What follows belongs to an exercise in optimizing a design on an open flow for small area and a short achievable clock period; a production flow would make more cautious choices. Only simulation tests tie the RTL to the original design; equivalence was not proved. The clock port is modelled as an ideal driver; clocking choices that lean on that would not hold on a real chip.

`flow/run.sh`:
```
#!/bin/bash
# Layout: the standard ORFS flow (standard.sh) with extra make settings from flow/params.sh:
# a smaller port-buffer cell, timing repair aimed at a tighter setup margin, smaller clock-tree
# clusters, and a two-level clock tree (flow/cts_post.tcl).
set -euo pipefail
source flow/params.sh
bash standard.sh "${ARGS[@]}" "POST_CTS_TCL=$PWD/flow/cts_post.tcl" finish > standard_flow.log 2>&1
```
`flow/cts_post.tcl`:
```
# After CTS: take out the H-tree's branch level and drive the leaf clock
# buffers from four root buffers on the clock port, one per quarter of the
# leaves, each placed at the middle of its leaves. Every flip-flop stays two
# like buffers from the clock port.
set block [ord::get_db_block]
set root [$block findInst clkbuf_0_clk]
if {$root != "NULL"} {
  set rootnet [[$root findITerm X] getNet]
  set clknet [[$root findITerm A] getNet]
  foreach inst [$block getInsts] {
    if {![string match "clkbuf_1_*" [$inst getName]]} { continue }
    if {[[$inst findITerm A] getNet] != $rootnet} { continue }
    set onet [[$inst findITerm X] getNet]
    foreach it [$onet getITerms] {
      if {[$it getInst] == $inst} { continue }
      $it disconnect
      $it connect $rootnet
    }
    puts "cts_post: removed [$inst getName]"
    odb::dbInst_destroy $inst
    odb::dbNet_destroy $onet
  }
  set leaves {}
  foreach it [$rootnet getITerms] { if {[$it getInst] != $root} { lappend leaves $it } }
  proc cmp_x {a b} { return [expr {[lindex [[$a getInst] getLocation] 0] - [lindex [[$b getInst] getLocation] 0]}] }
  proc cmp_y {a b} { return [expr {[lindex [[$a getInst] getLocation] 1] - [lindex [[$b getInst] getLocation] 1]}] }
  set sx [lsort -command cmp_x $leaves]
  set h [expr {[llength $sx] / 2}]
  set groups {}
  foreach part [list [lrange $sx 0 [expr {$h - 1}]] [lrange $sx $h end]] {
    set sy [lsort -command cmp_y $part]
    set q [expr {[llength $sy] / 2}]
    lappend groups [lrange $sy 0 [expr {$q - 1}]] [lrange $sy $q end]
  }
  set i 0
  foreach g $groups {
    if {[llength $g] == 0} { continue }
    if {$i == 0} {
      set r $root; set n $rootnet
    } else {
      set r [odb::dbInst_create $block [$root getMaster] "clkbuf_0_${i}_clk"]
      set n [odb::dbNet_create $block "clknet_0_${i}_clk"]
      $n setSigType CLOCK
      [$r findITerm A] connect $clknet
      [$r findITerm X] connect $n
    }
    set sxx 0; set syy 0; set k 0
    foreach it $g {
      if {$i != 0} { $it disconnect; $it connect $n }
      set l [[$it getInst] getLocation]
      incr sxx [lindex $l 0]; incr syy [lindex $l 1]; incr k
    }
    $r setLocation [expr {$sxx / $k}] [expr {$syy / $k}]
    $r setPlacementStatus PLACED
    puts "cts_post: [$r getName] drives $k leaves"
    incr i
  }
  detailed_placement
  check_placement -verbose
  estimate_parasitics -placement
  report_clock_latency
}
```
`flow/params.sh`:
```
ARGS=("BUFFER_PORTS_ARGS=-buffer_cell sky130_fd_sc_hd__buf_2" SETUP_SLACK_MARGIN=9.7 TNS_END_PERCENT=0 CTS_CLUSTER_SIZE=30 CTS_CLUSTER_DIAMETER=120)
```
`standard.sh`:
```
#!/bin/bash
# synth_recipe.tcl (not shown) runs the flow's synth.tcl, then flattens the netlist and writes it again
# the make line also repeats each setting of config.mk as NAME=value (left out here)
make -C /OpenROAD-flow-scripts/flow DESIGN_CONFIG=/design/flow/config.mk WORK_HOME=/design/flow/orfs CLKGATE_MAP_FILE= SYNTH_SCRIPT=/design/flow/synth_recipe.tcl "${@:-finish}"
```
`config.mk`:
```
export PLATFORM = sky130hd
export DESIGN_NAME = trk_lane_rx
export DESIGN_NICKNAME = trk_lane_rx
export VERILOG_FILES = /design/flow/design.v
export SDC_FILE = /design/flow/constraint.sdc
export NUM_CORES = 4
export LEC_CHECK = 0
export CAP_MARGIN = 20
export CORE_MARGIN = 2
export CORE_UTILIZATION = 40
export SLEW_MARGIN = 20
```
`constraint.sdc`:
```
create_clock -name core_clock -period 13.5 [get_ports {clk}]
set_input_delay 2.7000 -clock core_clock [delete_from_list [all_inputs] [get_ports {clk}]]
set_output_delay 2.7000 -clock core_clock [all_outputs]
set_load 0.01 [all_outputs]
```
`design.v`:
```
module trk_lane_rx (
    input  wire        clk,
    input  wire        rst,           
    input  wire        blk_valid,
    input  wire [1:0]  blk_sh,        
    input  wire [63:0] blk_pl,        
    input  wire [2:0]  cfg_lane,
    input  wire [1:0]  cfg_step,
    output reg         locked,
    output reg         dat_valid,
    output wire [7:0]  dat_idx,
    output wire [63:0] dat_pl,
    output reg         hdr_valid,
    output reg         hdr_ok,
    output reg  [47:0] hdr_fcnt,
    output reg  [15:0] hdr_claim,
    output reg  [3:0]  hdr_ql,
    output reg  [1:0]  hdr_step,
    output reg  [2:0]  hdr_state,
    output reg  [7:0]  hdr_msg,
    output reg         crc_valid,
    output reg         crc_ok
);
    reg  [57:0]  hist;
    wire [121:0] sbits = {blk_pl, hist};
    reg  [63:0]  desc;
    integer k;
    always @* for (k = 0; k < 64; k = k + 1) desc[k] = sbits[58 + k] ^ sbits[19 + k] ^ sbits[k];
    reg        lk;          
    reg        prev_hdr;    
    reg        bad_prev;    
    reg        have_prev;   
    reg  [7:0] cnt;         
    reg  [1:0] win;         
    reg  [4:0] err;         
    reg [63:0] dreg;        
    reg        t1_b0;       
    reg        t1_b1;       
    reg        t1_sh;       
    reg        t1_ls;       
    reg        t1_se;       
    reg        ok0;         
    reg [7:0]  z8;          
    reg [15:0] c16;         
    assign dat_pl  = dreg;
    assign dat_idx = cnt;
    wire [63:0] v8 = dreg;
    wire [7:0]  f8;
    wire q_64 = v8[20] ^ v8[28];
    wire q_65 = v8[5] ^ v8[21];
    wire q_66 = v8[33] ^ v8[42];
    wire q_67 = v8[11] ^ q_64;
    wire q_68 = v8[39] ^ v8[54];
    wire q_69 = v8[14] ^ q_66;
    wire q_70 = v8[63] ^ q_65;
    wire q_71 = v8[35] ^ v8[57];
    wire q_72 = v8[19] ^ v8[41];
    wire q_73 = v8[12] ^ v8[17];
    wire q_74 = v8[2] ^ v8[29];
    wire q_75 = v8[36] ^ v8[58];
    wire q_76 = v8[15] ^ v8[53];
    wire q_77 = v8[31] ^ q_70;
    wire q_78 = v8[1] ^ q_76;
    wire q_79 = v8[40] ^ v8[55];
    wire q_80 = v8[27] ^ q_79;
    wire q_81 = q_73 ^ q_77;
    wire q_82 = v8[16] ^ q_74;
    wire q_83 = v8[26] ^ q_68;
    wire q_84 = v8[34] ^ v8[59];
    wire q_85 = v8[10] ^ q_67;
    wire q_86 = v8[60] ^ q_69;
    wire q_87 = v8[61] ^ q_84;
    wire q_88 = v8[4] ^ v8[30];
    wire q_89 = v8[48] ^ q_86;
    wire q_90 = q_72 ^ q_88;
    wire q_91 = v8[49] ^ q_83;
    wire q_92 = q_71 ^ q_82;
    wire q_93 = v8[37] ^ q_85;
    wire q_94 = v8[22] ^ q_87;
    wire q_95 = v8[32] ^ v8[56];
    wire q_96 = v8[6] ^ q_80;
    wire q_97 = v8[23] ^ v8[62];
    wire q_98 = v8[8] ^ q_75;
    wire q_99 = q_78 ^ q_97;
    wire q_100 = v8[51] ^ q_81;
    wire q_101 = v8[24] ^ v8[50];
    wire q_102 = v8[18] ^ q_95;
    wire q_103 = v8[38] ^ q_90;
    wire q_104 = q_94 ^ q_96;
    wire q_105 = v8[0] ^ v8[3];
    wire q_106 = v8[7] ^ q_92;
    wire q_107 = v8[25] ^ q_99;
    wire q_108 = v8[47] ^ q_93;
    wire q_109 = v8[43] ^ v8[44];
    wire q_110 = v8[46] ^ q_91;
    wire q_111 = v8[13] ^ v8[52];
    wire q_112 = v8[30] ^ q_100;
    wire q_113 = q_106 ^ q_109;
    wire q_114 = v8[56] ^ q_98;
    wire q_115 = v8[62] ^ q_108;
    wire q_116 = v8[9] ^ v8[45];
    wire q_117 = q_101 ^ q_115;
    wire q_118 = q_107 ^ q_110;
    wire q_119 = q_102 ^ q_111;
    wire q_120 = v8[0] ^ v8[2];
    wire q_121 = v8[9] ^ v8[10];
    wire q_122 = v8[25] ^ v8[28];
    wire q_123 = v8[53] ^ q_75;
    wire q_124 = q_120 ^ q_121;
    wire q_125 = q_122 ^ q_80;
    wire q_126 = q_83 ^ q_123;
    wire q_127 = q_124 ^ q_103;
    wire q_128 = q_119 ^ q_125;
    wire q_129 = q_126 ^ q_89;
    wire q_130 = q_127 ^ q_128;
    wire q_131 = q_100 ^ q_129;
    wire q_132 = q_130 ^ q_131;
    wire q_133 = v8[1] ^ v8[19];
    wire q_134 = v8[59] ^ q_105;
    wire q_135 = q_133 ^ q_70;
    wire q_136 = q_134 ^ q_92;
    wire q_137 = q_114 ^ q_135;
    wire q_138 = q_89 ^ q_136;
    wire q_139 = q_137 ^ q_138;
    wire q_140 = q_139 ^ q_117;
    wire q_141 = v8[7] ^ v8[20];
    wire q_142 = v8[38] ^ v8[40];
    wire q_143 = v8[47] ^ v8[52];
    wire q_144 = q_71 ^ q_141;
    wire q_145 = q_142 ^ q_143;
    wire q_146 = q_87 ^ q_144;
    wire q_147 = q_145 ^ q_146;
    wire q_148 = q_89 ^ q_147;
    wire q_149 = q_118 ^ q_148;
    wire q_150 = q_112 ^ q_149;
    wire q_151 = v8[18] ^ v8[26];
    wire q_152 = v8[36] ^ v8[42];
    wire q_153 = v8[46] ^ v8[54];
    wire q_154 = q_116 ^ q_151;
    wire q_155 = q_152 ^ q_153;
    wire q_156 = q_82 ^ q_154;
    wire q_157 = q_155 ^ q_156;
    wire q_158 = q_81 ^ q_104;
    wire q_159 = q_157 ^ q_158;
    wire q_160 = q_159 ^ q_117;
    wire q_161 = v8[16] ^ v8[17];
    wire q_162 = v8[27] ^ v8[33];
    wire q_163 = v8[35] ^ v8[44];
    wire q_164 = v8[60] ^ v8[61];
    wire q_165 = q_65 ^ q_116;
    wire q_166 = q_161 ^ q_162;
    wire q_167 = q_163 ^ q_164;
    wire q_168 = q_90 ^ q_98;
    wire q_169 = q_165 ^ q_166;
    wire q_170 = q_167 ^ q_85;
    wire q_171 = q_168 ^ q_169;
    wire q_172 = q_170 ^ q_171;
    wire q_173 = q_118 ^ q_172;
    wire q_174 = v8[3] ^ v8[13];
    wire q_175 = v8[15] ^ v8[24];
    wire q_176 = v8[41] ^ v8[45];
    wire q_177 = v8[55] ^ q_64;
    wire q_178 = q_66 ^ q_68;
    wire q_179 = q_174 ^ q_175;
    wire q_180 = q_176 ^ q_177;
    wire q_181 = q_178 ^ q_179;
    wire q_182 = q_94 ^ q_114;
    wire q_183 = q_180 ^ q_181;
    wire q_184 = q_182 ^ q_183;
    wire q_185 = q_113 ^ q_184;
    wire q_186 = q_112 ^ q_185;
    wire q_187 = v8[12] ^ v8[21];
    wire q_188 = v8[34] ^ v8[50];
    wire q_189 = v8[54] ^ v8[58];
    wire q_190 = q_95 ^ q_187;
    wire q_191 = q_188 ^ q_189;
    wire q_192 = q_67 ^ q_190;
    wire q_193 = q_191 ^ q_86;
    wire q_194 = q_96 ^ q_99;
    wire q_195 = q_103 ^ q_192;
    wire q_196 = q_193 ^ q_194;
    wire q_197 = q_195 ^ q_113;
    wire q_198 = q_196 ^ q_197;
    wire q_199 = v8[5] ^ v8[29];
    wire q_200 = v8[31] ^ v8[43];
    wire q_201 = v8[57] ^ q_72;
    wire q_202 = q_105 ^ q_199;
    wire q_203 = q_200 ^ q_69;
    wire q_204 = q_78 ^ q_201;
    wire q_205 = q_202 ^ q_91;
    wire q_206 = q_119 ^ q_203;
    wire q_207 = q_204 ^ q_93;
    wire q_208 = q_104 ^ q_205;
    wire q_209 = q_206 ^ q_207;
    wire q_210 = q_208 ^ q_209;
    assign f8[0] = q_132;
    assign f8[1] = q_140;
    assign f8[2] = q_150;
    assign f8[3] = q_160;
    assign f8[4] = q_173;
    assign f8[5] = q_186;
    assign f8[6] = q_198;
    assign f8[7] = q_210;
    wire [7:0]  zin;
    wire z_16 = f8[3] ^ dreg[58];
    wire z_17 = f8[5] ^ dreg[61];
    wire z_18 = f8[0] ^ dreg[57];
    wire z_19 = f8[4] ^ z_17;
    wire z_20 = f8[1] ^ z_18;
    wire z_21 = dreg[63] ^ z_16;
    wire z_22 = dreg[59] ^ z_19;
    wire z_23 = dreg[62] ^ z_22;
    wire z_24 = f8[6] ^ z_16;
    wire z_25 = z_20 ^ z_21;
    wire z_26 = f8[1] ^ f8[2];
    wire z_27 = dreg[60] ^ z_17;
    wire z_28 = z_26 ^ z_24;
    wire z_29 = z_27 ^ z_28;
    wire z_30 = f8[1] ^ f8[7];
    wire z_31 = dreg[56] ^ dreg[58];
    wire z_32 = z_30 ^ z_31;
    wire z_33 = z_32 ^ z_22;
    wire z_34 = dreg[61] ^ z_25;
    wire z_35 = z_24 ^ z_23;
    wire z_36 = f8[6] ^ f8[7];
    wire z_37 = z_18 ^ z_36;
    wire z_38 = z_19 ^ z_37;
    wire z_39 = f8[0] ^ f8[2];
    wire z_40 = f8[7] ^ dreg[59];
    wire z_41 = z_39 ^ z_40;
    wire z_42 = z_21 ^ z_41;
    wire z_43 = f8[4] ^ dreg[60];
    wire z_44 = z_43 ^ z_25;
    wire z_45 = f8[2] ^ dreg[56];
    wire z_46 = dreg[63] ^ z_45;
    wire z_47 = z_20 ^ z_46;
    wire z_48 = z_47 ^ z_23;
    assign zin[0] = z_29;
    assign zin[1] = ~z_33;
    assign zin[2] = z_34;
    assign zin[3] = ~z_35;
    assign zin[4] = ~z_38;
    assign zin[5] = ~z_42;
    assign zin[6] = ~z_44;
    assign zin[7] = ~z_48;
    wire [63:0] v16;
    wire [15:0] f16;
    genvar gi;
    generate for (gi = 0; gi < 16; gi = gi + 1) begin : g_inj
        assign v16[gi] = dreg[gi] ^ (c16[15 - gi] | (cnt == 8'd2));
    end endgenerate
    assign v16[63:16] = dreg[63:16];
    wire p_64 = v16[10] ^ v16[33];
    wire p_65 = v16[9] ^ v16[41];
    wire p_66 = v16[11] ^ v16[34];
    wire p_67 = v16[8] ^ v16[37];
    wire p_68 = v16[1] ^ v16[39];
    wire p_69 = v16[2] ^ v16[38];
    wire p_70 = v16[4] ^ v16[40];
    wire p_71 = v16[12] ^ v16[35];
    wire p_72 = v16[3] ^ p_65;
    wire p_73 = v16[46] ^ v16[54];
    wire p_74 = v16[43] ^ v16[51];
    wire p_75 = v16[5] ^ v16[6];
    wire p_76 = v16[0] ^ v16[44];
    wire p_77 = v16[7] ^ v16[36];
    wire p_78 = v16[42] ^ v16[50];
    wire p_79 = v16[47] ^ v16[55];
    wire p_80 = v16[45] ^ v16[53];
    wire p_81 = p_64 ^ p_68;
    wire p_82 = v16[31] ^ p_67;
    wire p_83 = v16[18] ^ p_66;
    wire p_84 = v16[16] ^ v16[32];
    wire p_85 = v16[52] ^ p_76;
    wire p_86 = v16[49] ^ p_72;
    wire p_87 = v16[48] ^ p_70;
    wire p_88 = v16[28] ^ p_71;
    wire p_89 = v16[20] ^ p_77;
    wire p_90 = v16[15] ^ p_82;
    wire p_91 = v16[59] ^ p_79;
    wire p_92 = v16[25] ^ p_69;
    wire p_93 = v16[13] ^ v16[57];
    wire p_94 = p_75 ^ p_86;
    wire p_95 = v16[14] ^ p_73;
    wire p_96 = v16[24] ^ p_81;
    wire p_97 = v16[27] ^ p_78;
    wire p_98 = v16[23] ^ v16[30];
    wire p_99 = v16[19] ^ p_87;
    wire p_100 = p_66 ^ p_74;
    wire p_101 = v16[58] ^ p_89;
    wire p_102 = v16[9] ^ p_80;
    wire p_103 = v16[29] ^ p_85;
    wire p_104 = v16[56] ^ p_71;
    wire p_105 = v16[0] ^ p_84;
    wire p_106 = v16[22] ^ p_103;
    wire p_107 = v16[8] ^ p_83;
    wire p_108 = v16[21] ^ p_88;
    wire p_109 = p_97 ^ p_101;
    wire p_110 = v16[61] ^ p_93;
    wire p_111 = v16[17] ^ p_96;
    wire p_112 = v16[26] ^ p_64;
    wire p_113 = v16[15] ^ p_72;
    wire p_114 = p_90 ^ p_102;
    wire p_115 = p_74 ^ p_92;
    wire p_116 = v16[48] ^ p_104;
    wire p_117 = p_94 ^ p_112;
    wire p_118 = p_91 ^ p_111;
    wire p_119 = v16[10] ^ p_109;
    wire p_120 = p_91 ^ p_113;
    wire p_121 = v16[56] ^ v16[60];
    wire p_122 = v16[6] ^ v16[14];
    wire p_123 = p_81 ^ p_105;
    wire p_124 = p_98 ^ p_123;
    wire p_125 = v16[21] ^ p_80;
    wire p_126 = p_79 ^ p_107;
    wire p_127 = p_100 ^ p_119;
    wire p_128 = v16[12] ^ p_121;
    wire p_129 = v16[5] ^ p_92;
    wire p_130 = p_78 ^ p_110;
    wire p_131 = v16[62] ^ p_127;
    wire p_132 = v16[40] ^ p_126;
    wire p_133 = v16[7] ^ p_118;
    wire p_134 = v16[17] ^ p_69;
    wire p_135 = v16[11] ^ v16[63];
    wire p_136 = v16[32] ^ p_106;
    wire p_137 = v16[26] ^ p_67;
    wire p_138 = v16[1] ^ p_114;
    wire p_139 = v16[4] ^ p_125;
    wire p_140 = p_77 ^ p_85;
    wire p_141 = v16[27] ^ p_87;
    wire p_142 = v16[49] ^ p_129;
    wire p_143 = p_108 ^ p_135;
    wire p_144 = v16[19] ^ p_130;
    wire p_145 = v16[58] ^ p_95;
    wire p_146 = p_70 ^ p_131;
    wire p_147 = v16[32] ^ p_141;
    wire p_148 = p_82 ^ p_133;
    wire p_149 = v16[2] ^ p_99;
    wire p_150 = v16[23] ^ p_115;
    wire p_151 = v16[5] ^ v16[14];
    wire p_152 = v16[30] ^ v16[41];
    wire p_153 = v16[55] ^ v16[59];
    wire p_154 = p_74 ^ p_151;
    wire p_155 = p_152 ^ p_153;
    wire p_156 = p_154 ^ p_155;
    wire p_157 = p_90 ^ p_140;
    wire p_158 = p_156 ^ p_143;
    wire p_159 = p_157 ^ p_158;
    wire p_160 = v16[13] ^ v16[29];
    wire p_161 = v16[30] ^ v16[35];
    wire p_162 = v16[54] ^ p_122;
    wire p_163 = p_160 ^ p_161;
    wire p_164 = p_162 ^ p_163;
    wire p_165 = p_164 ^ p_146;
    wire p_166 = v16[29] ^ v16[34];
    wire p_167 = v16[39] ^ v16[53];
    wire p_168 = p_166 ^ p_167;
    wire p_169 = p_88 ^ p_168;
    wire p_170 = p_169 ^ p_144;
    wire p_171 = p_117 ^ p_170;
    wire p_172 = v16[28] ^ v16[33];
    wire p_173 = v16[52] ^ p_65;
    wire p_174 = p_172 ^ p_128;
    wire p_175 = p_173 ^ p_107;
    wire p_176 = p_174 ^ p_142;
    wire p_177 = p_147 ^ p_175;
    wire p_178 = p_176 ^ p_177;
    wire p_179 = v16[3] ^ v16[11];
    wire p_180 = v16[26] ^ v16[51];
    wire p_181 = p_179 ^ p_180;
    wire p_182 = p_181 ^ p_147;
    wire p_183 = p_182 ^ p_148;
    wire p_184 = v16[10] ^ v16[39];
    wire p_185 = v16[44] ^ v16[50];
    wire p_186 = v16[52] ^ p_75;
    wire p_187 = p_84 ^ p_184;
    wire p_188 = p_185 ^ p_137;
    wire p_189 = p_186 ^ p_187;
    wire p_190 = p_145 ^ p_188;
    wire p_191 = p_189 ^ p_120;
    wire p_192 = p_143 ^ p_150;
    wire p_193 = p_190 ^ p_191;
    wire p_194 = p_192 ^ p_193;
    wire p_195 = v16[22] ^ v16[24];
    wire p_196 = p_93 ^ p_195;
    wire p_197 = p_95 ^ p_196;
    wire p_198 = p_197 ^ p_142;
    wire p_199 = p_138 ^ p_198;
    wire p_200 = p_199 ^ p_146;
    wire p_201 = p_98 ^ p_122;
    wire p_202 = p_137 ^ p_201;
    wire p_203 = p_86 ^ p_96;
    wire p_204 = p_116 ^ p_139;
    wire p_205 = p_140 ^ p_202;
    wire p_206 = p_144 ^ p_203;
    wire p_207 = p_204 ^ p_205;
    wire p_208 = p_206 ^ p_207;
    wire p_209 = v16[13] ^ v16[60];
    wire p_210 = p_209 ^ p_89;
    wire p_211 = p_116 ^ p_210;
    wire p_212 = p_94 ^ p_150;
    wire p_213 = p_211 ^ p_132;
    wire p_214 = p_136 ^ p_212;
    wire p_215 = p_213 ^ p_214;
    wire p_216 = v16[22] ^ p_73;
    wire p_217 = p_75 ^ p_78;
    wire p_218 = p_100 ^ p_216;
    wire p_219 = p_217 ^ p_108;
    wire p_220 = p_218 ^ p_149;
    wire p_221 = p_219 ^ p_220;
    wire p_222 = p_221 ^ p_148;
    wire p_223 = v16[38] ^ v16[47];
    wire p_224 = p_73 ^ p_223;
    wire p_225 = p_83 ^ p_224;
    wire p_226 = p_139 ^ p_225;
    wire p_227 = p_94 ^ p_109;
    wire p_228 = p_124 ^ p_226;
    wire p_229 = p_227 ^ p_228;
    wire p_230 = v16[20] ^ v16[35];
    wire p_231 = v16[46] ^ v16[57];
    wire p_232 = p_80 ^ p_230;
    wire p_233 = p_231 ^ p_134;
    wire p_234 = p_232 ^ p_90;
    wire p_235 = p_99 ^ p_233;
    wire p_236 = p_234 ^ p_235;
    wire p_237 = p_117 ^ p_136;
    wire p_238 = p_236 ^ p_237;
    wire p_239 = v16[25] ^ v16[45];
    wire p_240 = v16[63] ^ p_68;
    wire p_241 = p_239 ^ p_83;
    wire p_242 = p_104 ^ p_105;
    wire p_243 = p_240 ^ p_241;
    wire p_244 = p_242 ^ p_120;
    wire p_245 = p_149 ^ p_243;
    wire p_246 = p_244 ^ p_245;
    wire p_247 = v16[3] ^ v16[15];
    wire p_248 = v16[31] ^ v16[62];
    wire p_249 = p_69 ^ p_76;
    wire p_250 = p_247 ^ p_248;
    wire p_251 = p_249 ^ p_250;
    wire p_252 = p_145 ^ p_251;
    wire p_253 = p_111 ^ p_252;
    wire p_254 = p_132 ^ p_253;
    wire p_255 = v16[7] ^ v16[37];
    wire p_256 = v16[43] ^ p_255;
    wire p_257 = p_95 ^ p_102;
    wire p_258 = p_110 ^ p_134;
    wire p_259 = p_256 ^ p_257;
    wire p_260 = p_258 ^ p_124;
    wire p_261 = p_259 ^ p_260;
    wire p_262 = v16[6] ^ v16[13];
    wire p_263 = v16[36] ^ v16[38];
    wire p_264 = v16[42] ^ p_84;
    wire p_265 = p_262 ^ p_263;
    wire p_266 = p_128 ^ p_264;
    wire p_267 = p_265 ^ p_266;
    wire p_268 = p_106 ^ p_267;
    wire p_269 = p_138 ^ p_268;
    assign f16[0] = p_159;
    assign f16[1] = p_165;
    assign f16[2] = p_171;
    assign f16[3] = p_178;
    assign f16[4] = p_183;
    assign f16[5] = p_194;
    assign f16[6] = p_200;
    assign f16[7] = p_208;
    assign f16[8] = p_215;
    assign f16[9] = p_222;
    assign f16[10] = p_229;
    assign f16[11] = p_238;
    assign f16[12] = p_246;
    assign f16[13] = p_254;
    assign f16[14] = p_261;
    assign f16[15] = p_269;
    wire hdr_good = ok0 && t1_sh && t1_ls && (dreg[7:0] == 8'h47) && (f8 == z8);
    wire hdr_lost = t1_b1 && bad_prev && !hdr_good;
    wire t1_take  = dat_valid || t1_b0 || t1_b1;
    wire se_lost  = t1_take && t1_se && (err == 5'd31);
    wire lk_eff   = lk && !hdr_lost && !se_lost;
    wire is_hdr   = (blk_sh == 2'b01);
    wire is_dat   = (blk_sh == 2'b10);
    wire nb0      = (cnt == 8'd255);     
    wire nb1      = (cnt == 8'd0);       
    wire take     = blk_valid && lk_eff;
    wire lock_now = blk_valid && !lk_eff && is_hdr && prev_hdr;
    always @(posedge clk) begin
        if (blk_valid) hist <= blk_pl[63:6];
        dreg   <= desc;
        t1_sh  <= is_hdr;
        t1_se  <= (nb0 || nb1) ? !is_hdr : !is_dat;
        t1_ls  <= (desc[30:28] == cfg_lane) && (desc[33:32] == cfg_step);
        hdr_claim <= dreg[23:8];
        hdr_ql    <= dreg[27:24];
        hdr_step  <= dreg[33:32];
        hdr_state <= dreg[36:34];
        hdr_msg   <= dreg[47:40];
        hdr_ok    <= hdr_good;
        crc_ok    <= (dreg[63:48] == c16);
        if (t1_b0) begin
            z8  <= zin;
            ok0 <= t1_sh && (dreg[7:0] == 8'hB8);
            hdr_fcnt <= dreg[55:8];
        end
        if (dat_valid) c16 <= f16;
        if (lock_now) cnt <= 8'd1;
        else if (take) cnt <= cnt + 8'd1;
        if (lock_now) begin
            win <= 2'd0; err <= 5'd0; bad_prev <= 1'b0; have_prev <= 1'b0;
        end else begin
            if (t1_take) begin
                if (t1_b1) win <= win + 2'd1;
                err <= (t1_b1 && win == 2'd3) ? 5'd0 : err + {4'd0, t1_se};
            end
            if (t1_b1) bad_prev <= !hdr_good;
            if (take && cnt == 8'd254) have_prev <= 1'b1;
        end
        if (rst) begin
            lk <= 1'b0; prev_hdr <= 1'b0; locked <= 1'b0;
            dat_valid <= 1'b0; t1_b0 <= 1'b0; t1_b1 <= 1'b0;
            hdr_valid <= 1'b0; crc_valid <= 1'b0;
        end else begin
            if (blk_valid) prev_hdr <= is_hdr;
            lk        <= lk_eff || lock_now;
            locked    <= lk_eff;
            dat_valid <= take && !nb0 && !nb1;
            t1_b0     <= take && nb0;
            t1_b1     <= take && nb1;
            hdr_valid <= t1_b1;
            crc_valid <= t1_b1 && hdr_good && have_prev;
        end
    end
endmodule
```
==> Implementation_results.wiki, run 1 <==
{| class="wikitable"
! Metric !! Value
|-
| Outcome || no timing/DRC/antenna violations
|-
| Detailed Routing Iterations Pass 1 || 5
|-
| Clock network latency to the later pin of the worst-skew pair || 0.33 ns
|-
| Main area contributors after synthesis || edfxtp_1 31%, xnor2_1 29%, dfxtp_1 20%, xor2_1 5.4%, xnor3_1 5.1%
|-
| Initial Util || 0.4048
|-
| Kind of path behind the tightest hold check || register to register
|-
| Synth area leader || edfxtp_1
|-
| Synthesized instance count || 973
|-
| Cells traversed along the worst timing path || buf_2
|-
| Fraction of final layout cells with drive strength greater than 1 || 0.2849
|-
| Post-synthesis instance area || 0.01274 mm^2
|-
| Syn nets || 1053
|-
| Residual antenna-violating net count after detailed routing || 0
|-
| Wire length reported by the detailed router || 36720 um
|-
| Mean cell area of the mapped netlist || 13.10 um^2
|-
| Critical path startpoint category || register
|-
| Clock skew after layout || 0.02977 ns
|-
| Period minus WS final || 3.727 ns
|-
| CTS sink cnt || 258
|-
| Met1 usage || 0.2856
|-
| Portion of synthesized cell area occupied by the leading cell type || 0.3087
|-
| Vias per cell || 4.799
|-
| Arr. time, crit path || 1.03 ns
|-
| Worst slack at placement || 9.391 ns
|-
| Top delay family on crit path || flip-flops
|-
| Tcrit/Tclk final || 0.2761
|-
| GRT busiest layer || met2
|-
| Initial antenna violation count || 1
|-
| Global-route wire length before repair || 52910 um
|-
| Grt ovf || 0
|-
| Placed wire-length estimate || 28600 um
|-
| Worst slew margin || 0.3931
|-
| Input/output buffers || 232
|-
| Largest fanout on the critical path || 6
|-
| Max Cap Violations || 0
|-
| Worst setup slack after layout || 9.773 ns
|-
| Worst path required time || 10.80 ns
|-
| Clock-pin slew on the worst setup and hold paths || 0.11 ns
|-
| Die ar. || 0.03330 mm^2
|-
| Die width || 182.5 um
|-
| Max-slew violation count || 0
|-
| Max Fclk || 0.2683 GHz
|-
| Synthesis-to-layout area growth || 16.69%
|-
| Residual DRC || 0
|-
| Yosys Warn Count || 1
|-
| Number of different library cells in the post-synthesis netlist || 42
|-
| Largest net degree at the start of global routing || 60
|-
| Count of final setup violators || 0
|-
| Total core area || 0.03147 mm^2
|-
| Crit path max-delay cell type || dfxtp_2
|-
| Via total after detailed routing || 7678
|-
| Final RePlAce weighted congestion || 0.8846
|-
| Global router's overall resource usage || 0.2229
|-
| Flip-flop and latch count after synthesis || 258
|-
| Category of the most critical setup path || register to output port
|-
| Global-route met3 utilization || 0.04750
|-
| Clock tree from TritonCTS || built
|-
| Chip height || 182.5 um
|-
| Setup repair after global routing missed its margin || yes
|-
| Net count of the finished layout || 1271
|-
| Proportion of synthesized chip area in sequential cells || 0.5082
|-
| Met2 usage in global routing || 0.3713
|-
| Critical Path End Type || output port
|-
| Largest stage delay, worst path || 0.52 ns
|-
| Actual transition at the worst max-transition pin || 0.9103 ns
|-
| WL/cell || 22.95 um
|-
| Final setup TNS || 0 ns
|-
| Count of pins on the block boundary || 233
|-
| Buffers plus inverters on the worst setup path || 1
|-
| # rows || 65
|-
| Number of failing hold endpoints at the final stage || 0
|-
| Starting DRC count in detailed routing || 451
|-
| Via count of the first global-routing pass || 7995
|}
## area by class of cell, without the clock buffers
class                           count  area (um^2)
Clock inverter                      2        16.27
Sequential cell                   258         6620
Buffer                              3        75.07
Inverter                            5        18.77
Timing Repair Buffer              237         1217
Antenna cell                        1        2.502
Tap cell                          402        503.0
Fill cell                        2846        16600
Multi-Input combinational cell    676         6122
## flip-flops by register name, summed over array words and instances, names as in the netlist, 2 cells and up
signal	flops
dreg	64
hdr_state	3
z8	8
hist	58
cnt	8
hdr_fcnt	48
hdr_claim	16
c16	16
err	5
hdr_ql	4
win	2
hdr_msg	8
hdr_step	2
## stage by stage
| step | instance area (um^2) | util | cells | hold slack, ns |
|---|---|---|---|---|
| after global routing | 14870 | 0.4724 | 1599 | 0.4499 |
| final | 14870 | 0.4724 | 1600 | 0.4483 |
| after global placement | 14270 | 0.4535 | 1577 | 0.4337 |
| after floorplan | 12740 | - | 973 | 0.3992 |
| after detailed placement | 14270 | 0.4535 | 1577 | 0.4508 |
## cell usage in the layout (no fill, tap or decap), types with 2 or more instances in the layout
cell and instances:
dfxtp_4 25, xor2_1 77, o31ai_1 3, a211oi_1 4
xnor3_2 2, a21oi_1 11, nand2_1 10, xor3_1 2
xnor2_1 424, nor2_1 31, xor2_2 6, clkbuf_1 5
xnor3_1 29, nor3_2 2, edfxtp_1 131, dfxtp_2 40
or4_1 3, nor2b_1 2, mux2i_1 4, nand3_1 13
ha_1 6, clkbuf_16 14, and3_1 3, xnor2_2 5
buf_4 3, o21ai_0 4, dfxtp_1 62, or3_1 5
nor3_1 7, nand4_1 8, inv_1 5, buf_2 231
nor4_1 2
## worst paths after layout
| path | startpoint | to | slack (ns) | depth (start not counted) |
|---|---|---|---|---|
| max reg2reg | dreg[57]$_DFF_P_ | cnt[7]$_SDFFE_PP0P_ | 9.89 | 11 |
| min | dreg[32]$_DFF_P_ | hdr_step[0]$_DFF_P_ | 0.45 | 0 |
| min reg2reg | dreg[32]$_DFF_P_ | hdr_step[0]$_DFF_P_ | 0.45 | 0 |
| max | dreg[51]$_DFF_P_ | dat_pl[51] | 9.77 | 1 |
## Yosys cell counts (all sizes together)
cell     instances
xnor2          430
or4              3
nand2           10
dfxtp          127
and2             1
nor2            32
or2              1
a21oi           11
buf             18
o21ba            1
and3             4
nor3b            1
ha               6
nand4            8
nand2b           1
xnor3           31
nand4b           1
nor2b            2
xor3             2
nand3           13
nor3            10
xor2            83
o2111ai          1
or3              5
clkbuf          16
inv              5
nor4             2
mux2i            4
edfxtp         131
o21ai            5
a211oi           4
nor4b            1
o31ai            3
## per-layer routing
layer  routed length [um]  vias to the layer above
met5                    0                        -
met4                 1246                        0
met3                 2150                       52
met2                17580                      238
met1                15740                     3764
li1                     -                     3624
## kinds of logic (layout without fill, tap and decap cells)
kind of cell               after synthesis  after routing  share of synthesized area
AOI/OAI and AO/OA                       25             25                    0.01267
muxes                                    4              4                   0.003142
other                                    0              1                          0
xor gates and xnor gates               546            546                     0.4169
buffers and inverters                   39            263                    0.01453
DFF                                    258            258                     0.5082
and+or+nand+nor                         95             95                    0.03859
adders and majority gates                6              6                   0.005891
==> run 2: changes to the inputs <==
==> flow/params.sh (replaced) <==
ARGS=("BUFFER_PORTS_ARGS=-buffer_cell sky130_fd_sc_hd__buf_2" SETUP_SLACK_MARGIN=9.85 TNS_END_PERCENT=0 CTS_CLUSTER_SIZE=25 CTS_CLUSTER_DIAMETER=100)
==> run 2 against run 1 <==
  * Still clean on timing, DRC and antenna
  * Via count grew 4.1%
  * Register-to-register slack improved by 0.07 ns
  * Hold slack worse by 0.0098 ns
  * Synthesized cell count is the same
  * Wire length increased by 5.1%
  * Critical path type is now input port to register
  * Critical endpoint is now cnt[7]$_SDFFE_PP0P_
==> Implementation_results.wiki, run 2 <==
{| class="wikitable"
! Metric !! Value
|-
| Worst r2r path cells || 11 (unchanged)
|-
| Number of failing hold endpoints at the final stage || 0 (unchanged)
|-
| Final setup TNS || 0 ns (unchanged)
|-
| CTS sink cnt || 258 (unchanged)
|-
| Final RePlAce weighted congestion || 0.9272 (+4.8%)
|-
| # rows || 65 (unchanged)
|-
| Portion of synthesized cell area occupied by the leading cell type || 0.3087 (unchanged)
|-
| Worst hold start || dreg[27]$_DFF_P_
|-
| Grt ovf || 0 (unchanged)
|-
| Max Cap Violations || 0 (unchanged)
|-
| Die ar. || 0.03330 mm^2 (unchanged)
|-
| Buffers plus inverters on the worst setup path || 2 (+1)
|-
| Synth area leader || edfxtp_1
|-
| Commonest cells after routing, fill and taps aside || 425 x xnor2_1, 228 x buf_2, 131 x edfxtp_1
|-
| Main area contributors after synthesis || edfxtp_1 31%, xnor2_1 29%, dfxtp_1 20%, xor2_1 5.4%, xnor3_1 5.1%
|-
| Vias per cell || 4.840 (+0.86%)
|-
| Worst hold path stage count || 0 (unchanged)
|-
| Setup repair after global routing missed its margin || yes
|-
| Clock network latency to the later pin of the worst-skew pair || 0.33 ns (about the same)
|-
| Wire length reported by the detailed router || 38610 um (+5.1%)
|-
| Max-slew violation count || 0 (unchanged)
|-
| Proportion of synthesized chip area in sequential cells || 0.5082 (unchanged)
|-
| Outcome || no timing/DRC/antenna violations
|-
| Worst path required time || 13.77 ns (+2.97 ns)
|-
| WL/cell || 23.38 um (+1.9%)
|-
| Detailed Routing Iterations Pass 1 || 5 (unchanged)
|-
| Max Fclk || 0.2711 GHz (+1.0%)
|-
| Clock-pin slew on the worst setup and hold paths || 0.09 ns (-0.02 ns)
|-
| Chip height || 182.5 um (unchanged)
|-
| Global-route wire length before repair || 55310 um (+4.5%)
|-
| Cells traversed along the worst timing path || buf_2, inv_1, nor2_1, o21ai_4, or4_1, a21oi_1
|-
| Largest net degree at the start of global routing || 60 (unchanged)
|-
| Clock tree from TritonCTS || built
|-
| Yosys Warn Count || 1 (unchanged)
|-
| Kind of path behind the tightest hold check || register to register
|-
| R2r endpoint || cnt[7]$_SDFFE_PP0P_
|-
| Flip-flop and latch count after synthesis || 258 (unchanged)
|-
| Source of the worst register-to-register timing path || dreg[57]$_DFF_P_
|-
| Arr. time, crit path || 3.95 ns (+2.92 ns)
|-
| Mean cell area of the mapped netlist || 13.10 um^2 (unchanged)
|-
| CP Launch Point || blk_valid
|-
| Synthesized instance count || 973 (unchanged)
|-
| Count of pins on the block boundary || 233 (unchanged)
|-
| Non-Filler Cell Area, Final || 0.01545 mm^2 (+3.9%)
|-
| Area of placed instances || 0.01429 mm^2 (+0.11%)
|-
| Leading cell type by number of instances after synthesis || xnor2_1
|-
| Placed wire-length estimate || 28980 um (+1.3%)
|-
| Synth top cells by count || 426 x xnor2_1, 131 x edfxtp_1, 127 x dfxtp_1, 79 x xor2_1, 32 x nor2_1
|-
| Critical path startpoint category || input port
|-
| Via count of the first global-routing pass || 8238 (+3.0%)
|-
| Top Registers || dreg: 64 flops, hist: 58 flops, hdr_fcnt: 48 flops
|-
| Initial antenna violation count || 0 (-1)
|-
| Worst setup slack after layout || 9.812 ns (+0.03838 ns)
|-
| Count of final setup violators || 0 (unchanged)
|-
| Period minus WS final || 3.688 ns (-0.03838 ns)
|-
| Largest reg by FF count || dreg
|-
| Number of cells on the critical path || 6 (+5)
|-
| Synthesis-to-layout area growth || 21.23%
|-
| R2R setup slack || 9.96 ns (+0.07 ns)
|-
| Post-synthesis instance area || 0.01274 mm^2 (unchanged)
|-
| Via total after detailed routing || 7991 (+4.1%)
|-
| Flip-flop count of the largest register after layout || 64 (unchanged)
|-
| Crit path max-delay cell type || or4_1
|-
| Initial Util || 0.4048 (unchanged)
|-
| Largest stage delay, worst path || 0.48 ns (-0.04 ns)
|-
| Prevailing post-synth register cell || edfxtp_1
|-
| Worst slew margin || 0.3981 (+0.004936)
|-
| Die width || 182.5 um (unchanged)
|-
| Residual DRC || 0 (unchanged)
|-
| Clock skew after layout || 0.04490 ns (+0.01513 ns)
|-
| Number of different library cells in the post-synthesis netlist || 42 (unchanged)
|-
| Diodes inserted || 0 (-1)
|-
| Tcrit/Tclk final || 0.2732 (-0.002843)
|-
| Top delay family on crit path || simple AND/OR/NAND/NOR gates
|-
| Hold-critical path endpoint || hdr_ql[3]$_DFF_P_
|-
| Fraction of final layout cells with drive strength greater than 1 || 0.3147 (+0.02977)
|-
| Syn nets || 1053 (unchanged)
|-
| Input/output buffers || 232 (unchanged)
|-
| Worst slack at placement || 9.435 ns (+0.04441 ns)
|-
| Share of flip-flops with an asynchronous set or reset after synthesis || 0 (unchanged)
|-
| Net count of the finished layout || 1321 (+3.9%)
|-
| Starting DRC count in detailed routing || 519 (+15%)
|-
| Global router's overall resource usage || 0.2322 (+0.009304)
|-
| Actual transition at the worst max-transition pin || 0.9029 ns (-0.007404 ns)
|-
| Category of the most critical setup path || input port to register
|-
| Number of enable flip-flop cells after synthesis || 131 (unchanged)
|-
| Largest fanout on the critical path || 14 (+8)
|-
| Critical Path End Type || register
|-
| Residual antenna-violating net count after detailed routing || 0 (unchanged)
|-
| Final design utilization || 0.4908 (+0.01837)
|-
| Most common library cell in the layout ignoring fill and taps || xnor2_1
|-
| Total core area || 0.03147 mm^2 (unchanged)
|}
run 2: cell types whose count changed in the layout (fill, tap and decap cells not counted), sizes merged:
cell    before  now
buf        236  284
inv          6    9
bufinv       0    1
diode        1    0
run 2: routing by layer:
metal	wire length [um]	track usage	share of wire	up-vias
met5	0	0	0	-
met4	652	0.04903	0.017	0
met3	2403	0.04051	0.062	36
met2	18790	0.3954	0.49	289
met1	16760	0.3106	0.43	3939
li1	-	-	-	3727
run 2: final cells by class, without the clock buffers:
class	instances	area (um^2)
sequential	258	6711
buffer	3	75.07
tap	402	503.0
inverter	5	18.77
clock inverter	6	86.33
timing repair buffer	284	1605
fill	2784	16030
multi-input combinational	676	6107
run 2: cells by family (layout without fill, tap and decap cells):
family	after synthesis	count (layout)	synth area share
adder cells (fa/ha/maj)	6	6	0.005891
flip-flops	258	258	0.5082
AND/OR/NAND/NOR	95	95	0.03859
AO/OA/AOI/OAI	25	25	0.01267
buffers and inverters	39	315	0.01453
multiplexers	4	4	0.003142
XOR/XNOR	546	546	0.4169
run 2: worst max-delay path by stage:
stage	slack [ns]	endpoint
final	9.81	cnt[7]$_SDFFE_PP0P_
after global routing	9.76	cnt[5]$_SDFFE_PP0P_
after detailed placement	9.44	cnt[5]$_SDFFE_PP0P_
after global placement	9.44	cnt[7]$_SDFFE_PP0P_
after floorplan	9.86	cnt[5]$_SDFFE_PP0P_
run 2: through the flow:
step | std cells | hold slack [ns]
2_1_floorplan | 973 | 0.3992
3_3_place_gp | 1579 | 0.4351
3_5_place_dp | 1579 | 0.4435
5_1_grt | 1651 | 0.4411
6_report | 1651 | 0.4385
run 2: worst reg2reg max path, cell delays in order, from the launching register on:
cell	delay, ns
dfxtp_1	0.34
buf_4	0.23
xnor3_1	0.48
xor2_2	0.21
xnor2_2	0.33
xnor3_1	0.44
xor2_1	0.18
mux2i_1	0.18
nor3_4	0.32
o21ai_4	0.16
or4_1	0.48
a21oi_1	0.14
==> run 3: changes to the inputs <==
==> flow/params.sh (replaced) <==
ARGS=("BUFFER_PORTS_ARGS=-buffer_cell sky130_fd_sc_hd__buf_2" SETUP_SLACK_MARGIN=9.5 TNS_END_PERCENT=0 CTS_CLUSTER_SIZE=25 CTS_CLUSTER_DIAMETER=100)
==> run 3 against run 2 <==
  * Setup slack lost 0.32 ns
  * Register-to-register slack lost 0.20 ns
  * Sequential cell count is the same
  * First-iteration DRC count grew 14%
  * Wire length shrank 5.0%
  * Cell area shrank 4.3%
  * Sequential share of layout area grew 0.41 points
  * Critical path type is now register to output port
==> Implementation_results.wiki, run 3 <==
{| class="wikitable"
! Metric !! Value
|-
| Outcome || no timing/DRC/antenna violations
|-
| Net count of the finished layout || 1274 (-3.6%)
|-
| Arithmetic-cell share of the synthesized area counting full adders, half adders and majority gates || 0.005892 (unchanged)
|-
| Input/output buffers || 232 (unchanged)
|-
| Most common library cell in the layout ignoring fill and taps || xnor2_1
|-
| Clock-pin slew on the worst setup and hold paths || 0.09 ns (about the same)
|-
| Worst path required time || 10.80 ns (-2.97 ns)
|-
| Global-route wire length before repair || 52750 um (-4.6%)
|-
| Kind of path behind the tightest hold check || register to register
|-
| Critical Path End Type || output port
|-
| Placed wire-length estimate || 28800 um (-0.65%)
|-
| Clock network latency to the later pin of the worst-skew pair || 0.34 ns (about the same)
|-
| Syn nets || 1053 (unchanged)
|-
| Wire length reported by the detailed router || 36690 um (-5.0%)
|-
| Post-synthesis share of cell area spent on and, or, nand and nor gates || 0.03859 (unchanged)
|-
| Leading cell type by number of instances after synthesis || xnor2_1
|-
| Share of flip-flops with an asynchronous set or reset after synthesis || 0 (unchanged)
|-
| Vias per cell || 4.826 (-0.30%)
|-
| Footprint of the multi-input gates || 0.006096 mm^2 (-0.18%)
|-
| Number of failing hold endpoints at the final stage || 0 (unchanged)
|-
| Fraction of final layout cells with drive strength greater than 1 || 0.2361 (-0.07858)
|-
| Prevailing post-synth register cell || edfxtp_1
|-
| Commonest cells after routing, fill and taps aside || 426 x xnor2_1, 232 x buf_2, 131 x edfxtp_1
|-
| Buffers plus inverters on the worst setup path || 1 (-1)
|-
| Die ar. || 0.03330 mm^2 (unchanged)
|-
| Residual antenna-violating net count after detailed routing || 0 (unchanged)
|-
| Arr. time, crit path || 1.31 ns (-2.64 ns)
|-
| Worst slew margin || 0.4038 (+0.005760)
|-
| Chip height || 182.5 um (unchanged)
|-
| Setup repair after global routing missed its margin || yes
|-
| Source of the worst register-to-register timing path || dreg[21]$_DFF_P_
|-
| Clock skew after layout || 0.05190 ns (+0.007003 ns)
|-
| XOR/XNOR Fraction of Synth Area || 0.4169 (unchanged)
|-
| WL/cell || 22.84 um (-2.3%)
|-
| Flip-flop count of the largest register after layout || 64 (unchanged)
|-
| Initial antenna violation count || 1 (+1)
|-
| Worst hold start || have_prev$_SDFFE_PP0P_
|-
| Post-synthesis instance area || 0.01274 mm^2 (unchanged)
|-
| Starting DRC count in detailed routing || 592 (+14%)
|-
| Number of enable flip-flop cells after synthesis || 131 (unchanged)
|-
| Combinational family with the most area after synthesis || XOR/XNOR gates
|-
| Number of filler instances in the final layout || 2823 (+1.4%)
|-
| Die width || 182.5 um (unchanged)
|-
| Global router's overall resource usage || 0.2207 (-0.01150)
|-
| Proportion of synthesized area in mux cells || 0.003142 (unchanged)
|-
| Largest net degree at the start of global routing || 60 (unchanged)
|-
| Count of final setup violators || 0 (unchanged)
|-
| CP Launch Point || dreg[59]$_DFF_P_
|-
| Critical path startpoint category || register
|-
| Tcrit/Tclk final || 0.2969 (+0.02373)
|-
| Top delay family on crit path || flip-flops
|-
| Largest reg by FF count || dreg
|-
| Synth top cells by count || 426 x xnor2_1, 131 x edfxtp_1, 127 x dfxtp_1, 79 x xor2_1, 32 x nor2_1
|-
| Actual transition at the worst max-transition pin || 0.8943 ns (-0.008639 ns)
|-
| Detailed Routing Iterations Pass 1 || 4 (-1)
|-
| Total core area || 0.03147 mm^2 (unchanged)
|-
| Flip-flop and latch count after synthesis || 258 (unchanged)
|-
| Worst hold slack || 0.4460 ns (+0.007527 ns)
|-
| Largest fanout on the critical path || 6 (-8)
|-
| Crit path max-delay cell type || dfxtp_1
|-
| # rows || 65 (unchanged)
|-
| Max Cap Violations || 0 (unchanged)
|-
| Final setup TNS || 0 ns (unchanged)
|-
| Residual DRC || 0 (unchanged)
|-
| Fraction of the mapped netlist area in compound gates || 0.01267 (unchanged)
|-
| Main area contributors after synthesis || edfxtp_1 31%, xnor2_1 29%, dfxtp_1 20%, xor2_1 5.4%, xnor3_1 5.1%
|-
| Initial Util || 0.4048 (unchanged)
|-
| Category of the most critical setup path || register to output port
|-
| Yosys Warn Count || 1 (unchanged)
|-
| Via total after detailed routing || 7750 (-3.0%)
|-
| Cells traversed along the worst timing path || buf_2
|-
| Proportion of synthesized chip area in sequential cells || 0.5082 (unchanged)
|-
| Max-slew violation count || 0 (unchanged)
|-
| Final RePlAce weighted congestion || 0.8764 (-5.5%)
|-
| Top Registers || dreg: 64 flops, hist: 58 flops, hdr_fcnt: 48 flops
|-
| CTS sink cnt || 258 (unchanged)
|-
| Register area || 0.006486 mm^2 (-3.4%)
|-
| Mean cell area of the mapped netlist || 13.10 um^2 (unchanged)
|-
| Portion of synthesized cell area occupied by the leading cell type || 0.3087 (unchanged)
|-
| Synthesized instance count || 973 (unchanged)
|-
| Synthesis-to-layout area growth || 16.06%
|-
| Largest stage delay, worst path || 0.76 ns (+0.28 ns)
|-
| Period minus WS final || 4.009 ns (+0.3204 ns)
|-
| Via count of the first global-routing pass || 7883 (-4.3%)
|-
| Grt ovf || 0 (unchanged)
|-
| Clock tree from TritonCTS || built
|-
| Count of pins on the block boundary || 233 (unchanged)
|-
| Max Fclk || 0.2495 GHz (-8.0%)
|-
| Synth area leader || edfxtp_1
|-
| Number of different library cells in the post-synthesis netlist || 42 (unchanged)
|}
-- run 3: cell counts after synthesis --
No cell type changed its count.
-- run 3: metal layers --
metal  GRT usage  wire [um]  vias up
met1      0.2883      15790     3818
met4     0.06323        884        0
met5           0          0        -
met3     0.04171       2220       50
met2      0.3738      17800      261
li1            -          -     3621
-- run 3: kinds of logic (layout without fill, tap and decap cells) --
logic type	Yosys count	in the layout
simple gates	95	95
compound gates	25	25
other cells	0	1
xor+xnor	546	546
fa+ha+maj	6	6
buf+inv	39	269
flops	258	258
mux	4	4
-- run 3: per-stage QoR --
step / utilization / instance area, um^2 / instances / setup WS (ns)
2_1_floorplan: - / 12740 / 973 / 9.685
5_1_grt: 0.4699 / 14790 / 1606 / 9.495
3_5_place_dp: 0.4537 / 14280 / 1578 / 9.357
3_3_place_gp: 0.4537 / 14280 / 1578 / 9.359
6_report: 0.4699 / 14790 / 1606 / 9.491
-- run 3: final cells by class, without the clock buffers --
type	count	area share
flip-flops and latches	258	0.4386
multi-input cells	676	0.4122
repair buffers	237	0.08105
well taps	402	0.03401
plain buffers	3	0.005076
clock inverters	5	0.004146
inverters	5	0.001269
diodes	1	0.0001692
-- run 3: worst paths after layout --
| path | slack, ns | end | depth (start not counted) |
|---|---|---|---|
| setup / recovery | 9.49 | dat_pl[59] | 1 |
| setup reg to reg | 9.76 | cnt[5]$_SDFFE_PP0P_ | 10 |
| hold reg to reg | 0.45 | have_prev$_SDFFE_PP0P_ | 2 |
| hold / removal | 0.45 | have_prev$_SDFFE_PP0P_ | 2 |
==> run 4: changes to the inputs <==
--- a/flow/cts_post.tcl
+++ b/flow/cts_post.tcl
@@ -56,7 +56,10 @@
     incr i
   }
   detailed_placement
-  check_placement -verbose
   estimate_parasitics -placement
   report_clock_latency
+  # the timing repair that CTS skipped (SKIP_CTS_REPAIR_TIMING), now on the final tree
+  repair_timing_helper
+  detailed_placement
+  check_placement -verbose
 }
==> flow/params.sh (replaced) <==
ARGS=("BUFFER_PORTS_ARGS=-buffer_cell sky130_fd_sc_hd__buf_2" SETUP_SLACK_MARGIN=9.7 TNS_END_PERCENT=0 CTS_CLUSTER_SIZE=25 CTS_CLUSTER_DIAMETER=100 SKIP_CTS_REPAIR_TIMING=1)
==> run 4 against run 3 <==
  * Wire length is 0.35% higher
  * Cell count is 0.25% lower
  * Global-route usage is 0.18 points higher
  * Utilization is 0.14 points lower
  * Setup slack worse by 0.017 ns
  * Register-to-register slack worse by 0.08 ns
  * Cell area is 0.29% lower
  * Synthesized area stayed put
  * Critical path type unchanged
  * Largest cell class unchanged
==> Implementation_results.wiki, run 4 <==
{| class="wikitable"
! Metric !! Value
|-
| Top Registers || dreg: 64 flops, hist: 58 flops, hdr_fcnt: 48 flops
|-
| Starting DRC count in detailed routing || 483 (-18%)
|-
| Clock tree from TritonCTS || built
|-
| Number of enable flip-flop cells after synthesis || 131 (unchanged)
|-
| Flip-flop count of the largest register after layout || 64 (unchanged)
|-
| Input/output buffers || 232 (unchanged)
|-
| Clock-pin slew on the worst setup and hold paths || 0.10 ns (about the same)
|-
| Worst path required time || 10.80 ns (about the same)
|-
| Max Fclk || 0.2484 GHz (-0.41%)
|-
| Prevailing post-synth register cell || edfxtp_1
|-
| Top delay family on crit path || flip-flops
|-
| Setup repair after global routing missed its margin || yes
|-
| Buffers plus inverters on the worst setup path || 1 (unchanged)
|-
| Diodes inserted || 0 (-1)
|-
| Via total after detailed routing || 7728 (-0.28%)
|-
| Fraction of final layout cells with drive strength greater than 1 || 0.2383 (+0.002257)
|-
| Clock skew after layout || 0.02419 ns (-0.02772 ns)
|-
| Flip-flop and latch count after synthesis || 258 (unchanged)
|-
| Number of filler instances in the final layout || 2838 (+0.53%)
|-
| Total core area || 0.03147 mm^2 (unchanged)
|-
| Count of final setup violators || 0 (unchanged)
|-
| Period minus WS final || 4.025 ns (+0.01666 ns)
|-
| Proportion of synthesized chip area in sequential cells || 0.5082 (unchanged)
|-
| Clock network latency to the later pin of the worst-skew pair || 0.32 ns (-0.02 ns)
|-
| Chip height || 182.5 um (unchanged)
|-
| Leading cell type by number of instances after synthesis || xnor2_1
|-
| Portion of synthesized cell area occupied by the leading cell type || 0.3087 (unchanged)
|-
| Largest fanout on the critical path || 7 (+1)
|-
| Arr. time, crit path || 1.33 ns (+0.02 ns)
|-
| Largest stage delay, worst path || 0.77 ns (about the same)
|-
| Global-route wire length before repair || 52830 um (+0.14%)
|-
| Synthesized instance count || 973 (unchanged)
|-
| Die ar. || 0.03330 mm^2 (unchanged)
|-
| Synth top cells by count || 426 x xnor2_1, 131 x edfxtp_1, 127 x dfxtp_1, 79 x xor2_1, 32 x nor2_1
|-
| Worst hold path stage count || 0 (-2)
|-
| Commonest cells after routing, fill and taps aside || 426 x xnor2_1, 232 x buf_2, 131 x edfxtp_1
|-
| Syn nets || 1053 (unchanged)
|-
| Vias per cell || 4.824 (about the same)
|-
| Synthesis-to-layout area growth || 15.73%
|-
| Max-slew violation count || 0 (unchanged)
|-
| Non-Filler Cell Area, Final || 0.01475 mm^2 (-0.29%)
|-
| Worst slew margin || 0.3956 (-0.008255)
|-
| Crit path max-delay cell type || dfxtp_1
|-
| Area of placed instances || 0.01427 mm^2 (about the same)
|-
| Most common library cell in the layout ignoring fill and taps || xnor2_1
|-
| Placed wire-length estimate || 28600 um (-0.67%)
|-
| Initial antenna violation count || 1 (unchanged)
|-
| Worst r2r path cells || 10 (unchanged)
|-
| CTS sink cnt || 258 (unchanged)
|-
| Global router's overall resource usage || 0.2225 (+0.001848)
|-
| Detailed Routing Iterations Pass 1 || 5 (+1)
|-
| Source of the worst register-to-register timing path || dreg[61]$_DFF_P_
|-
| Net count of the finished layout || 1272 (-0.16%)
|-
| Tcrit/Tclk final || 0.2982 (+0.001234)
|-
| Grt ovf || 0 (unchanged)
|-
| Category of the most critical setup path || register to output port
|-
| Main area contributors after synthesis || edfxtp_1 31%, xnor2_1 29%, dfxtp_1 20%, xor2_1 5.4%, xnor3_1 5.1%
|-
| Critical Path End Type || output port
|-
| Cells traversed along the worst timing path || buf_2
|-
| Final RePlAce weighted congestion || 0.8846 (+0.94%)
|-
| Worst hold start || dreg[41]$_DFF_P_
|-
| Die width || 182.5 um (unchanged)
|-
| Share of flip-flops with an asynchronous set or reset after synthesis || 0 (unchanged)
|-
| # rows || 65 (unchanged)
|-
| R2r endpoint || cnt[5]$_SDFFE_PP0P_
|-
| Via count of the first global-routing pass || 7931 (+0.61%)
|-
| Final setup TNS || 0 ns (unchanged)
|-
| Largest net degree at the start of global routing || 60 (unchanged)
|-
| Number of different library cells in the post-synthesis netlist || 42 (unchanged)
|-
| Residual DRC || 0 (unchanged)
|-
| Mean cell area of the mapped netlist || 13.10 um^2 (unchanged)
|-
| WL/cell || 22.98 um (+0.60%)
|-
| Initial Util || 0.4048 (unchanged)
|-
| Outcome || no timing/DRC/antenna violations
|-
| Worst hold slack || 0.4601 ns (+0.01407 ns)
|-
| Residual antenna-violating net count after detailed routing || 0 (unchanged)
|-
| Post-synthesis instance area || 0.01274 mm^2 (unchanged)
|-
| Yosys Warn Count || 1 (unchanged)
|-
| Synth area leader || edfxtp_1
|-
| Hold-critical path endpoint || hdr_msg[1]$_DFF_P_
|-
| Actual transition at the worst max-transition pin || 0.9066 ns (+0.01238 ns)
|-
| Number of failing hold endpoints at the final stage || 0 (unchanged)
|-
| Critical path startpoint category || register
|-
| Kind of path behind the tightest hold check || register to register
|-
| Wire length reported by the detailed router || 36820 um (+0.35%)
|-
| Max Cap Violations || 0 (unchanged)
|-
| Count of pins on the block boundary || 233 (unchanged)
|-
| R2R setup slack || 9.68 ns (-0.08 ns)
|-
| Largest reg by FF count || dreg
|}
==> run 4: worst max path at each step <==
stage,startpoint,cells after the start,endpoint,slack (ns)
after floorplan,blk_sh[0],6,cnt[5]$_SDFFE_PP0P_,9.71
after global routing,dreg[5]$_DFF_P_,10,cnt[7]$_SDFFE_PP0P_,9.46
after detailed placement,blk_valid,6,cnt[5]$_SDFFE_PP0P_,9.39
after global placement,blk_valid,6,cnt[5]$_SDFFE_PP0P_,9.38
final,dreg[19]$_DFF_P_,1,dat_pl[19],9.47
==> run 4: routing by layer <==
| layer | share of wire | global-route usage | up-vias |
|---|---|---|---|
| li1 | - | - | 3629 |
| met1 | 0.42 | 0.2866 | 3766 |
| met2 | 0.48 | 0.3700 | 276 |
| met3 | 0.065 | 0.04670 | 57 |
| met4 | 0.034 | 0.08097 | 0 |
| met5 | 0 | 0 | - |
==> run 4: cell families (layout without fill, tap and decap cells) <==
| family | Yosys count | count (layout) | share of synthesized area |
|---|---|---|---|
| muxes | 4 | 4 | 0.003142 |
| AOI/OAI and AO/OA | 25 | 25 | 0.01267 |
| and+or+nand+nor | 95 | 95 | 0.03859 |
| buffers and inverters | 39 | 266 | 0.01453 |
| adders and majority gates | 6 | 6 | 0.005891 |
| DFF | 258 | 258 | 0.5082 |
| xor gates and xnor gates | 546 | 546 | 0.4169 |
==> run 4: cell type report, without the clock buffers <==
type,count,area (um^2),area share
Timing Repair Buffer,236,1191,0.08077
Inverter,5,18.77,0.001273
Buffer,3,75.07,0.005091
Tap cell,402,503.0,0.03411
Multi-Input combinational cell,676,6090,0.4129
Clock inverter,2,22.52,0.001527
Sequential cell,258,6495,0.4404
==> run 4: through the flow <==
| stage | utilization | instances | setup WS (ns) |
|---|---|---|---|
| 2_1_floorplan | - | 973 | 9.715 |
| 3_3_place_gp | 0.4535 | 1577 | 9.377 |
| 3_5_place_dp | 0.4535 | 1577 | 9.391 |
| 5_1_grt | 0.4685 | 1602 | 9.464 |
| 6_report | 0.4685 | 1602 | 9.475 |
==> run 5: changes to the inputs <==
==> flow/params.sh (replaced) <==
ARGS=("BUFFER_PORTS_ARGS=-buffer_cell sky130_fd_sc_hd__buf_2" SETUP_SLACK_MARGIN=9.85 TNS_END_PERCENT=0 CTS_CLUSTER_SIZE=25 CTS_CLUSTER_DIAMETER=100 SKIP_CTS_REPAIR_TIMING=1)
==> run 5 against run 4 <==
  * Still clean on timing, DRC and antenna
  * Sequential share of layout area decreased by 0.28 points
  * First-iteration DRC count grew 7.0%
  * Synthesized cell count stayed put
  * Wire length grew 0.85%
  * Global-route usage rose by 0.072 points
  * Synthesized area did not move
  * Register-to-register slack improved by 0.26 ns
  * Critical endpoint is now dat_pl[3]
  * Largest cell class unchanged
==> Implementation_results.wiki, run 5 <==
{| class="wikitable"
! Metric !! Value
|-
| Global-route wire length before repair || 53320 um (+0.93%)
|-
| Initial antenna violation count || 1 (unchanged)
|-
| Main area contributors after synthesis || edfxtp_1 31%, xnor2_1 29%, dfxtp_1 20%, xor2_1 5.4%, xnor3_1 5.1%
|-
| CP Launch Point || dreg[3]$_DFF_P_
|-
| Largest net degree at the start of global routing || 60 (unchanged)
|-
| Category of the most critical setup path || register to output port
|-
| Prevailing post-synth register cell || edfxtp_1
|-
| Largest fanout on the critical path || 7 (unchanged)
|-
| Synth area leader || edfxtp_1
|-
| Yosys Warn Count || 1 (unchanged)
|-
| Detailed Routing Iterations Pass 1 || 5 (unchanged)
|-
| Non-Filler Cell Area, Final || 0.01503 mm^2 (+1.9%)
|-
| Arr. time, crit path || 1.05 ns (-0.28 ns)
|-
| Global router's overall resource usage || 0.2232 (+0.0007150)
|-
| Clock network latency to the later pin of the worst-skew pair || 0.33 ns (about the same)
|-
| Actual transition at the worst max-transition pin || 0.8998 ns (-0.006807 ns)
|-
| Outcome || no timing/DRC/antenna violations
|-
| Syn nets || 1053 (unchanged)
|-
| Largest stage delay, worst path || 0.54 ns (-0.23 ns)
|-
| Buffers plus inverters on the worst setup path || 1 (unchanged)
|-
| Net count of the finished layout || 1285 (+1.0%)
|-
| Share of flip-flops with an asynchronous set or reset after synthesis || 0 (unchanged)
|-
| Via total after detailed routing || 7742 (+0.18%)
|-
| Number of different library cells in the post-synthesis netlist || 42 (unchanged)
|-
| Vias per cell || 4.791 (-0.69%)
|-
| Fraction of final layout cells with drive strength greater than 1 || 0.2927 (+0.05433)
|-
| Via count of the first global-routing pass || 7968 (+0.47%)
|-
| Count of final setup violators || 0 (unchanged)
|-
| Residual DRC || 0 (unchanged)
|-
| Flip-flop count of the largest register after layout || 64 (unchanged)
|-
| Synth top cells by count || 426 x xnor2_1, 131 x edfxtp_1, 127 x dfxtp_1, 79 x xor2_1, 32 x nor2_1
|-
| Number of enable flip-flop cells after synthesis || 131 (unchanged)
|-
| Top delay family on crit path || flip-flops
|-
| WL/cell || 22.98 um (about the same)
|-
| Portion of synthesized cell area occupied by the leading cell type || 0.3087 (unchanged)
|-
| Kind of path behind the tightest hold check || register to register
|-
| Largest reg by FF count || dreg
|-
| Worst hold start || have_prev$_SDFFE_PP0P_
|-
| Count of pins on the block boundary || 233 (unchanged)
|-
| Clock-pin slew on the worst setup and hold paths || 0.10 ns (about the same)
|-
| Clock skew after layout || 0.04737 ns (+0.02318 ns)
|-
| Clock tree from TritonCTS || built
|-
| Setup repair after global routing missed its margin || yes
|-
| Number of failing hold endpoints at the final stage || 0 (unchanged)
|}
run 5: per-layer routing:
metal,up-vias,part of all wire,global-route usage,routed length (um)
met2,262,0.48,0.3802,17920
met1,3788,0.44,0.2965,16200
met5,-,0,0,0
met3,42,0.062,0.04171,2319
met4,0,0.019,0.04806,690
li1,3650,-,-,-
run 5: final timing paths:
check,end
worst min register to register,have_prev$_SDFFE_PP0P_
worst max register to register,cnt[7]$_SDFFE_PP0P_
worst max-delay path,dat_pl[3]
worst min-delay path,have_prev$_SDFFE_PP0P_
run 5: area by class of cell, without the clock buffers:
class	instances	area, um^2	area share
Timing Repair Buffer	248	1305	0.08682
Clock inverter	6	86.33	0.005743
Tap cell	402	503.0	0.03346
Inverter	5	18.77	0.001249
Sequential cell	258	6579	0.4377
Antenna cell	1	2.502	0.0001665
Multi-Input combinational cell	676	6122	0.4073
Buffer	3	75.07	0.004994
run 5: cell families (layout without fill, tap and decap cells):
kind of cell | after synthesis | after routing | synth area share
xor+xnor | 546 | 546 | 0.4169
compound gates | 25 | 25 | 0.01267
other cells | 0 | 1 | 0
simple gates | 95 | 95 | 0.03859
flops | 258 | 258 | 0.5082
buf+inv | 39 | 279 | 0.01453
fa+ha+maj | 6 | 6 | 0.005891
mux | 4 | 4 | 0.003142
run 5: metrics by stage:
step	setup WS [ns]	util	hold WS, ns	cells
floorplan	9.856	-	0.3992	973
detailed placement	9.435	0.4540	0.4435	1579
finish	9.749	0.4776	0.4519	1616
global placement	9.442	0.4540	0.4351	1579
global route	9.734	0.4775	0.4626	1615

afterwards: timing with drivers on the ports:
In the flow no input, the clock included, has a driving cell. The finished layouts below were timed again as built, in two steps. Step 1 sets driving cells, clkbuf_16 on the clock port and buf_2 on the other inputs (assumed; they add their load-dependent delay and slew). Step 2 adds t to the input delays and takes it off the output delays; t is the mean of the earliest and latest rising clock arrival at the registers after step 1. Input paths then give back, and output paths get back, about the clock's delay inside the block. Three values: no drivers, after step 1, after step 2; two values: the first two.
run | t (ns) | setup WS [ns] | hold WS [ns] | worst setup path after step 2 | pins driven straight from the clock port
run 1 | 0.417 | 9.773 / 9.666 / 9.498 | 0.448 / 0.448 / 0.448 | input to register | 4
run 2 | 0.407 | 9.812 / 9.760 / 9.480 | 0.439 / 0.439 / 0.439 | input to register | 4
run 3 | 0.413 | 9.491 / 9.389 / 9.379 | 0.446 / 0.446 / 0.446 | input to register | 4
run 4 | 0.403 | 9.475 / 9.376 / 9.382 | 0.460 / 0.460 / 0.460 | input to register | 4
run 5 | 0.409 | 9.749 / 9.648 / 9.492 | 0.452 / 0.452 / 0.452 | input to register | 4
After both steps setup and hold are still met in every run listed. For run 2, which loses most, drivers alone change the setup slack by -0.052 ns; drivers and shift together by -0.332 ns.
